From an optimization exercise on the open Yosys and OpenROAD flow, aimed at small area, a short achievable clock period and few clock cycles per item; shortcuts taken in it are not production practice.
In this exercise RTL edits were held to simulation tests only and were not proved equivalent to the original.

JK:
Design lim_node, start of the top module:
module lim_node (
    input  wire         clk,
    input  wire         rst,         
    input  wire         in_valid,
    output wire         in_ready,
    input  wire [255:0] in_x,        
    input  wire [31:0]  in_thr,      
    input  wire [31:0]  in_kq,       
    output wire         out_valid,
    input  wire         out_ready,
    output wire [255:0] out_y,       
    output wire [31:0]  out_gmin     
);
    localparam [31:0] ONE = 32'h8000_0000;
    localparam [2:0] S_IDLE = 3'd0,
                     S_D0   = 3'd1,
                     S_VIS  = 3'd2,
                     S_P1   = 3'd3,
                     S_CA   = 3'd4,
                     S_CB   = 3'd5;
    localparam [1:0] OP_NONE = 2'd0,
                     OP_CH   = 2'd1,
                     OP_OUT  = 2'd2,
                     OP_LA   = 2'd3;
    wire [30:0] thr_c = (in_thr[31] || in_thr[30:8] == 23'd0) ? 31'd256 : in_thr[30:0];
    reg  [7:0]  loud_c;
    integer k;
    always @* begin
        for (k = 0; k < 8; k = k + 1)
            loud_c[k] = {in_x[32*k +: 31] ^ {31{in_x[32*k+31]}}, in_x[32*k+31]} > {thr_c, 1'b0};
    end
    reg  [30:0] thr_r;
    reg  [31:0] kq_r;
    reg  [7:0]  loud_r;
    always @(posedge clk) begin
        thr_r  <= thr_c;
        kq_r   <= in_kq;
        loud_r <= loud_c;
    end
    reg  [2:0]   state;
    reg  [2:0]   i;                  
    reg  [7:0]   lv;                 
    reg  [31:0]  slot [0:7];         
    reg  [31:0]  xr;                 
    reg          xn;
  ...
Size in the first run: about 11000 cells after synthesis, ~610 I/O pins, about 100000 um^2 of cells after synthesis.
clock: 17.0 ns
lec_check: 0
cap_margin: 20
core_margin: 2
core_utilization: 60
place_density: 0.72
slew_margin: 20
synth_memory_max_bits: 8192
run.sh (not shown) runs the stock make flow with config.mk's settings and CLKGATE_MAP_FILE= SYNTH_SCRIPT=/design/flow/synth_recipe.tcl, a recipe that flattens the netlist after the stock synthesis.
Testbench counts of JK, summed over its fixed seeds: cycles 45,340, blocks 1,600.
Input-level comparison between MS and JK:
-- flow/design.v --
<<< JK, line 127
    wire [30:0] m_la = m_p[64:34];
    wire [30:0] ulim  = lv[i] ? slot[i][30:0] : 31'd0;
    wire [65:0] t_lim = ps + pc + ~{4'd0, ulim, 31'd0};
    wire        take_lim = t_lim[65];
    wire [30:0] u_new = take_lim ? ulim : m_r[30:0];
    function [33:0] dstep2(input [31:0] r, input [31:0] d, input dn);    
>>> MS, line 127
    wire [30:0] m_la = m_p[64:34];
    wire [30:0] ulim  = lv[i] ? slot[i][30:0] : 31'd0;
    wire        take_lim = m_r[34] | ({4'b0000, ulim} > m_r);    
    wire [30:0] u_new = take_lim ? ulim : m_r[30:0];
    function [33:0] dstep2(input [31:0] r, input [31:0] d, input dn);    
<<< JK, line 197
    wire [34:0] m_a = sel_la  ? {1'b0, la_m(la_j + 3'd1, mn)}
                    : sel_out ? {3'b000, g} : {3'b000, kq_r};
    wire [31:0] m_b = sel_la  ? {1'b0, dm}
                    : sel_out ? xr : {1'b0, u};
    wire        m_n = ~sel_la & ~sel_out;
    wire [67:0] m_k = sel_la  ? {3'b000, u, 34'd0}
                    : sel_out ? {37'd0, {31{xr[31]}}} : {6'd0, u, {31{1'b1}}};
>>> MS, line 196
    wire [34:0] m_a = sel_la  ? {1'b0, la_m(la_j + 3'd1, mn)}
                    : sel_out ? {3'b000, g} : {3'b000, kq_r};
    reg  [31:0] mb;
    reg         nb;
    wire [30:0] dm_next = (mp && better) ? dn : dm;
    reg  [31:0] mb_next;
    reg         nb_next;
    always @* begin
        mb_next = xr;
        nb_next = 1'b0;
        case (state)
        S_IDLE: if (in_valid) begin mb_next = {1'b0, u}; nb_next = 1'b1; end
        S_P1:   if (p1_done) mb_next = {1'b0, dm_next};
        S_VIS:  if (fin && ndone) begin mb_next = {1'b0, u}; nb_next = 1'b1; end
                else mb_next = {1'b0, dm_next};
        S_CB:   begin mb_next = {1'b0, u_new}; nb_next = 1'b1; end
        default: ;
        endcase
    end
    wire [31:0] m_b = mb;
    wire        m_n = nb;
    wire [67:0] m_k = sel_la  ? {3'b000, u, 34'd0}
                    : sel_out ? {37'd0, {31{xr[31]}}} : {6'd0, u, {31{1'b1}}};
<<< JK, line 221
                pc   <= cs_c[65:0];
                m2op <= op1;
                m2i  <= l7 ? 3'd7 : i - 3'd1;
                gu   <= 1'b0;
>>> MS, line 236
                pc   <= cs_c[65:0];
                m2op <= op1;
                mb   <= mb_next;
                nb   <= nb_next;
                m2i  <= l7 ? 3'd7 : i - 3'd1;
                gu   <= 1'b0;
[summary]
- Critical path depth for MS: 14% down relative to JK
- Changes observed in MS relative to JK: met2 demand-to-capacity share in global routing increased by 2.3 points relative to the old numbers, multi-input combinational gate total lower, sequential cell count of the final layout rose 3.4%, post-layout instance area saw an increase, total detailed-routing wirelength rose by about 1.7%.
- As far as deepest clock path buffer count is concerned, MS and JK perform about the same.
- On MS: wire length on met1 is about 4% lower than what JK gave.
- The standard cell with the maximum stage delay on the critical path comes out a31oi_2 in one run and ha_1 in the other, namely in JK and MS respectively.
- Taking JK as the reference, in MS post-synthesis instance total -1.3%, area of the multi-input gates lower.
Testbench counts of MS, summed over its fixed seeds: cycles 45,340, blocks 1,600.


lim_node, a different RTL version from the one above (not shown whole).
Size: roughly 11000 cells after synthesis, roughly 610 I/O pins, ~100000 um2 of cells after synthesis.
## lim_node
module lim_node (
    input  wire         clk,
    input  wire         rst,         
    input  wire         in_valid,
    output wire         in_ready,
    input  wire [255:0] in_x,        
    input  wire [31:0]  in_thr,      
    input  wire [31:0]  in_kq,       
    output wire         out_valid,
    input  wire         out_ready,
    output wire [255:0] out_y,       
    output wire [31:0]  out_gmin     
);
    localparam [31:0] ONE = 32'h8000_0000;
    localparam [2:0] S_IDLE = 3'd0,
                     S_D0   = 3'd1,
                     S_VIS  = 3'd2,
                     S_CA   = 3'd4,
                     S_CB   = 3'd5;
    localparam [1:0] OP_NONE = 2'd0,
                     OP_CH   = 2'd1,
                     OP_OUT  = 2'd2,
                     OP_LA   = 2'd3;
    wire [30:0] thr_c = (in_thr[31] || in_thr[30:8] == 23'd0) ? 31'd256 : in_thr[30:0];
    reg  [7:0]  loud_c;
    integer k;
    always @* begin
        for (k = 0; k < 8; k = k + 1)
            loud_c[k] = {in_x[32*k +: 31] ^ {31{in_x[32*k+31]}}, in_x[32*k+31]} > {thr_c, 1'b0};
    end
    reg  [30:0] thr_r;
    reg  [31:0] kq_r;
    reg  [7:0]  loud_r;
    always @(posedge clk) begin
        thr_r  <= thr_c;
        kq_r   <= in_kq;
        loud_r <= loud_c;
    end
    reg  [2:0]   state;
    reg  [2:0]   i;                  
    reg  [7:0]   lv;                 
    reg  [31:0]  slot [0:7];         
    reg  [31:0]  xr;                 
    reg          xn;
    reg  [31:0]  x7r;                
    reg  [30:0]  u;                  
    reg  [31:0]  g;                  
    reg  [2:0]   gix;
    reg          gu;                 
    reg  [31:0]  gmin;
    reg          ovalid;
    reg          o7p;                
    reg          o7g;                
    reg  [7:0]   rm;                 
    reg          bz0, bz1;           
    reg          wb0, wb1;           
    reg  [2:0]   ix0, ix1;
    reg  [2:0]   wx0, wx1;           
    reg  [31:0]  rem0, rem1;
    reg  [31:0]  quo0, quo1;
    reg  [3:0]   cnt0, cnt1;
    reg  [31:0]  xr1;
    reg          xn1;
    reg          mv;
    reg  [30:0]  dm;
    reg  [3:0]   mn;
    reg          mp;                 
    reg          mp2;                
    reg          bt;
    reg  [30:0]  dn;
    reg  [3:0]   dv;
    reg          la_ok;              
  ...
make LEC_CHECK=0 CAP_MARGIN=20 CORE_MARGIN=2 CORE_UTILIZATION=60 PLACE_DENSITY=0.72 SLEW_MARGIN=20 finish   # period 17.0 ns
The starting point ran to the end with no violations.
Testbench counts at the start, summed over its fixed seeds: cycles 42,763, blocks 1,600.
Then changed:
--- a/flow/design.v
+++ b/flow/design.v
@@ -188,26 +188,42 @@
         S_IDLE:  op1 = l7 ? OP_OUT : OP_NONE;
         S_D0:    op1 = d0q ? OP_CH : OP_NONE;
         S_CA:    op1 = OP_CH;
         S_CB:    op1 = (i != 3'd0 || l7) ? OP_OUT : OP_NONE;
         S_VIS:   op1 = l7 ? OP_OUT : (la_now || la_next) ? OP_LA : OP_NONE;
         default: op1 = OP_NONE;
         endcase
     end
-    wire        sel_la  = (state == S_VIS) && !o7p;
-    wire        sel_out = (state == S_IDLE) || (state == S_CB) || (state == S_VIS && o7p);
-    wire [2:0]  i_n  = (state == S_D0) ? top[2:0] : (fin ? (ndone ? 3'd0 : ni) : i);
+    reg         sel_la, sel_out;     
+    wire [2:0]  i_n  = fin ? (i - 3'd1) : i;
     wire [3:0]  mn_n = (mp2 && bt) ? dv : mn;
     reg  [33:0] ra, rb;
     wire [34:0] m_a = sel_la  ? {1'b0, fin ? rb : ra}
                     : sel_out ? {3'b000, g} : {3'b000, kq_r};
-    wire [31:0] m_b = sel_la  ? {1'b0, dm}
-                    : sel_out ? xr : {1'b0, u};
-    wire        m_n = ~sel_la & ~sel_out;
+    reg  [31:0] mb;
+    reg         nb;
+    wire [30:0] dm_n = (mp2 && bt) ? dn : dm;
+    reg  [31:0] mb_n;
+    reg         nb_n;
+    always @* begin
+        mb_n = xr;                                   
+        nb_n = 1'b0;
+        case (state)
+        S_IDLE: if (in_valid) begin mb_n = {1'b0, u}; nb_n = 1'b1; end
+        S_VIS:  if (fin && ndone) begin mb_n = {1'b0, u}; nb_n = 1'b1; end
+                else mb_n = {1'b0, dm_n};
+        S_CB:   begin mb_n = {1'b0, u_new}; nb_n = 1'b1; end
+        default: ;
+        endcase
+    end
+    wire        sl_n = (state == S_VIS) && !(fin && ndone);
+    wire        so_n = ~nb_n & ~sl_n;
+    wire [31:0] m_b = mb;
+    wire        m_n = nb;
     wire [67:0] m_k = sel_la  ? {3'b000, u, 34'd0}
                     : sel_out ? {37'd0, {31{xr[31]}}} : {6'd0, u, {31{1'b1}}};
     wire [67:0] cs_s, cs_c;
     booth_cs u_mul (.a(m_a), .b(m_b), .negb(m_n), .k(m_k), .s(cs_s), .c(cs_c));
     always @(posedge clk) begin
         if (rst) begin
             state  <= S_IDLE;
             u      <= 31'd0;
@@ -220,16 +236,20 @@
             m2op   <= OP_NONE;
         end else begin
             if (ovalid && out_ready)
                 ovalid <= 1'b0;
             if (go) begin
                 ps   <= cs_s[65:0];
                 pc   <= cs_c[65:0];
                 m2op <= op1;
+                mb   <= mb_n;
+                nb   <= nb_n;
+                sel_la  <= sl_n;
+                sel_out <= so_n;
                 m2i  <= l7 ? 3'd7 : i - 3'd1;
                 gu   <= 1'b0;
                 if (gu)
                     gmin <= (gix == 3'd0 || g < gmin) ? g : gmin;
                 if (l7) begin
                     o7p <= 1'b0;
                     o7g <= 1'b0;
                 end
Outcome:
- global-route usage is lower by 0.49 points
- sequential share of layout area came out higher by 0.60 points
- maximum frequency rises by 4.0%
Testbench counts after the change, summed over its fixed seeds: cycles 42,763, blocks 1,600.

separate check: timing with driven ports:
The results above use ideal ports. As a check the final layouts listed here were re-extracted and re-timed, cells and wires unchanged.
Step 1 (the two cells are an assumption about what drives the block):
set clk [get_ports {clk}]
set_driving_cell -lib_cell sky130_fd_sc_hd__clkbuf_16 $clk
set_driving_cell -lib_cell sky130_fd_sc_hd__buf_2 [delete_from_list [all_inputs] $clk]
Step 2 adds t to the input delays and takes it off the output delays; t is the mean of the earliest and latest rising clock arrival at the registers after step 1. Input paths then give back, and output paths get back, about the clock's delay inside the block.
Slacks: no drivers / after step 1 / after step 2; pairs: no drivers / after step 1.
run	shift t [ns]	setup WS [ns]	worst hold slack (ns)	pins driven straight from the clock port
JK	0.881	7.591 / 7.591 / 7.591	0.431 / 0.431 / 0.431	1
MS	0.859	7.160 / 7.160 / 7.126	0.425 / 0.425 / 0.425	1
the first run of note 2	0.852	8.153 / 8.153 / 8.153	0.423 / 0.423 / 0.423	1
the second run of note 2	0.853	8.489 / 8.489 / 8.236	0.416 / 0.416 / 0.416	1
After both steps setup and hold are still met in every run listed. For the second run of note 2, which loses most, drivers alone change the setup slack by 0.000 ns; drivers and shift together by -0.253 ns.
